This design comes from an exercise in tuning for small area, a short achievable clock period and few clock cycles per item on the open sky130 flow, not from production work.
In this exercise RTL edits were held to simulation tests only and were not proved equivalent to the original.
Power figures rest on the tool's default switching activity, not on a simulated workload.

Setup of rev 12:
==> flow/design.v (excerpt) <==
module qe_imu (
    input  wire        clk,
    input  wire        rst,
    input  wire        in_valid,
    output wire        in_ready,
    input  wire [5:0]  in_fn,
    input  wire [31:0] in_a,
    input  wire [31:0] in_b,
    output reg         out_valid,
    output reg  [31:0] out_res,
    output reg         out_pred,
    output reg         out_illegal
);
    localparam [5:0] F_ADD   = 6'h00, F_SUB   = 6'h01, F_AND  = 6'h02,
                     F_OR    = 6'h03, F_XOR   = 6'h04, F_SHL  = 6'h05,
                     F_SHR   = 6'h06, F_SRA   = 6'h07, F_MUL  = 6'h08,
                     F_MULH  = 6'h09, F_MULHU = 6'h0A, F_DIV  = 6'h0B,
                     F_DIVU  = 6'h0C, F_REM   = 6'h0D, F_REMU = 6'h0E,
                     F_MIN   = 6'h0F, F_MAX   = 6'h10, F_MINU = 6'h11,
                     F_MAXU  = 6'h12, F_EQ    = 6'h18, F_NE   = 6'h19,
                     F_LT    = 6'h1A, F_GE    = 6'h1B, F_LTU  = 6'h1C,
                     F_GEU   = 6'h1D;
    reg        rdy;
    reg        v0;
    reg [5:0]  fn0;
    reg [31:0] a0, b0;
    assign in_ready = rdy;
    wire in_div = (in_fn == F_DIV) || (in_fn == F_DIVU) ||
                  (in_fn == F_REM) || (in_fn == F_REMU);
    always @(posedge clk) begin
        fn0 <= in_fn;
        a0  <= in_a;
        b0  <= in_b;
        if (rst) v0 <= 1'b0;
        else     v0 <= in_valid & rdy;
    end
    wire op_add  = (fn0 == F_ADD);
    wire [32:0] sum = {1'b0, a0} + {1'b0, b0 ^ {32{!op_add}}} + {32'd0, !op_add};
    wire ltu = !sum[32];
    wire lts = (a0[31] ^ b0[31]) ? a0[31] : sum[31];
    wire eq  = (a0 == b0);
    wire        op_shl = (fn0 == F_SHL);
    wire        fill   = (fn0 == F_SRA) & a0[31];
    wire [31:0] a_rev, sh_rev;
    genvar gi;
    generate for (gi = 0; gi < 32; gi = gi + 1) begin : g_rev
        assign a_rev[gi]  = a0[31 - gi];
        assign sh_rev[gi] = sh_out[31 - gi];
    end endgenerate
    wire [31:0] sh_in  = op_shl ? a_rev : a0;
    wire [63:0] sh_ext = {{32{fill}}, sh_in} >> b0[4:0];
    wire [31:0] sh_out = sh_ext[31:0];
    reg [31:0] res_a;
    reg        pred_a;
    reg        bad_a;
    reg        mul_a;      
    reg        mulhi_a;    
    always @(*) begin
        res_a   = 32'd0;
        pred_a  = 1'b0;
        bad_a   = 1'b0;
        mul_a   = 1'b0;
        mulhi_a = 1'b0;
        case (fn0)
            F_ADD, F_SUB: res_a = sum[31:0];
  ...
Size in the first run: about 6,100 cells after synthesis, about 440 flip-flops, about 110 I/O pins, about 0.053 mm^2 of cells after synthesis.
clock: 13.0 ns
lec_check: 0
abc_clock_period_in_ps: 3500
cap_margin: 20
core_margin: 2
core_utilization: 55
slew_margin: 20
run.sh (not shown) runs the stock make flow with config.mk's settings and CLKGATE_MAP_FILE= SYNTH_SCRIPT=/design/flow/synth_recipe.tcl, a recipe that flattens the netlist after the stock synthesis.
No stage failed in rev 12, and the final checks on the layout all came back clean.
Testbench counts of rev 12, summed over its fixed seeds: cycles 14,538, items 12,000.
Modified inputs, rev 13 compared to rev 12
Settings: changing CORE_UTILIZATION from 55 to 40; removing ABC_CLOCK_PERIOD_IN_PS (formerly 3500).
Notes after the runs:
- No stage failed in rev 13, and the final checks on the layout all came back clean.
- Changes observed in rev 13 relative to rev 12: power density normalized to cell area went down by 1.7%; clock latency at the later pin of the worst-skew pair went up by 0.05 ns.
- Compared rev 13 against rev 12; delay contributed by the slowest stage of the critical path within noise.
- Combinational group share of total power: rev 13 < rev 12
- Taking rev 12 as the reference, in rev 13 number of cells in the finished layout apart from fillers moved up, largest fanout on the critical path moved down.

========
Another version of the RTL of qe_imu (not shown whole).
For scale: about 6700 cells after synthesis, about 110 I/O pins.
==> flow/design.v (excerpt) <==
module qe_imu (
    input  wire        clk,
    input  wire        rst,
    input  wire        in_valid,
    output wire        in_ready,
    input  wire [5:0]  in_fn,
    input  wire [31:0] in_a,
    input  wire [31:0] in_b,
    output reg         out_valid,
    output reg  [31:0] out_res,
    output reg         out_pred,
    output reg         out_illegal
);
    localparam [5:0] F_ADD   = 6'h00, F_SUB   = 6'h01, F_AND  = 6'h02,
                     F_OR    = 6'h03, F_XOR   = 6'h04, F_SHL  = 6'h05,
                     F_SHR   = 6'h06, F_SRA   = 6'h07, F_MUL  = 6'h08,
                     F_MULH  = 6'h09, F_MULHU = 6'h0A, F_DIV  = 6'h0B,
                     F_DIVU  = 6'h0C, F_REM   = 6'h0D, F_REMU = 6'h0E,
                     F_MIN   = 6'h0F, F_MAX   = 6'h10, F_MINU = 6'h11,
                     F_MAXU  = 6'h12, F_EQ    = 6'h18, F_NE   = 6'h19,
                     F_LT    = 6'h1A, F_GE    = 6'h1B, F_LTU  = 6'h1C,
                     F_GEU   = 6'h1D;
    reg        rdy;
    reg        v0;
    reg [31:0] a0, b0;
    reg        c_sub, c_shl, c_sra, c_msgn, c_dsgn, c_drem, c_div;
    reg        s_add, s_and, s_or, s_xor, s_shl, s_shr, s_mm, c_mmu, c_mmx;
    reg        p_eq, p_ne, p_lt, p_ge, p_ltu, p_geu;
    reg        c_bad, c_mul, c_mulhi;
    assign in_ready = rdy;
    wire in_div = (in_fn == F_DIV) || (in_fn == F_DIVU) ||
                  (in_fn == F_REM) || (in_fn == F_REMU);
    wire in_dsgn = (in_fn == F_DIV) || (in_fn == F_REM);
    wire [5:0] in_za, in_oa, in_zb, in_ob;
    qe_clz u_za (.x(in_a),  .n(in_za));
    qe_clz u_oa (.x(~in_a), .n(in_oa));
    qe_clz u_zb (.x(in_b),  .n(in_zb));
    qe_clz u_ob (.x(~in_b), .n(in_ob));
    wire [5:0] in_lza = !in_a[31] ? in_za : (in_dsgn ? in_oa : 6'd0);
    wire [5:0] in_lzb0 = !in_b[31] ? in_zb : (in_dsgn ? in_ob : 6'd0);
    wire [5:0] in_lzb = in_lzb0[5] ? 6'd31 : in_lzb0;
    wire        in_msgn = (in_fn == F_MULH);
    wire [34:0] in_bb = {in_msgn & in_b[31], in_msgn & in_b[31], in_b, 1'b0};
    reg  [16:0] in_bneg, in_bone, in_btwo;
    integer bd;
    always @(*) begin
        for (bd = 0; bd < 17; bd = bd + 1) begin
            in_bneg[bd] = in_bb[2*bd+2];
            in_bone[bd] = in_bb[2*bd+1] ^ in_bb[2*bd];
  ...
export LEC_CHECK = 0
export CAP_MARGIN = 20
export CORE_MARGIN = 2
export CORE_UTILIZATION = 40
export SLEW_MARGIN = 20
create_clock -name core_clock -period 13.0 [get_ports {clk}]
standard.sh (not shown) runs the stock make flow with config.mk's settings and CLKGATE_MAP_FILE= SYNTH_SCRIPT=/design/flow/synth_recipe.tcl, a recipe that flattens the netlist after the stock synthesis.
==> flow/flow/run.sh <==
#!/bin/bash
set -euo pipefail
bash standard.sh finish SETUP_SLACK_MARGIN=9 > standard_flow.log 2>&1
Testbench counts at the start, summed over its fixed seeds: cycles 14,538, items 12,000.
Next try:
==> flow/flow/run.sh (replaced) <==
#!/bin/bash
set -euo pipefail
bash standard.sh finish SETUP_SLACK_MARGIN=9.2 > standard_flow.log 2>&1
Outcome: Register-to-register slack gains 0.14 ns. Routed wire length goes up by a few percent. Design area goes up by a few percent. Flip-flop and latch count is unchanged. Cell count goes up by a few percent. Total power goes up by a few percent. Clock-buffer cell count goes up by 4. Sequential share of layout area goes down by 0.78 points.
Next try:
==> flow/flow/run.sh (replaced) <==
#!/bin/bash
set -euo pipefail
bash standard.sh finish SETUP_SLACK_MARGIN=9 > standard_flow.log 2>&1
--- a/flow/config.mk
+++ b/flow/config.mk
@@ -9,3 +9,3 @@
 export CORE_MARGIN = 2
-export CORE_UTILIZATION = 40
+export CORE_UTILIZATION = 60
 export SLEW_MARGIN = 20
=> Design area came out lower by 6.4%; critical path depth rose by 2; area after synthesis does not change.

==> port drivers added, routing unchanged <==
In the flow no input, the clock included, has a driving cell. The finished layouts below were timed again as built, in two steps.
Step 1 sets driving cells, clkbuf_16 on the clock port and buf_2 on the other inputs (assumed; they add their load-dependent delay and slew).
Step 2 also shifts input and output timing later by t, the mid clock arrival at the registers, as if the neighbouring blocks saw the same clock.
Three values: ideal, step 1, step 2; two values: the first two.
run	t, ns	setup slack, ns	worst setup path after step 2	pins driven straight from the clock port
rev 12	0.744	4.641 / 4.641 / 4.641	register to register	1
rev 13	0.773	3.850 / 3.850 / 3.850	register to register	1
the first run of note 2	0.785	9.007 / 8.969 / 8.367	input to register	1
the second run of note 2	0.775	9.144 / 9.144 / 8.472	input to register	1
the third run of note 2	0.762	8.947 / 8.947 / 8.400	input to register	1
After both steps every run listed still meets setup and hold. For the second run of note 2, which loses most, drivers alone change the setup slack by 0.000 ns; drivers and shift together by -0.672 ns.
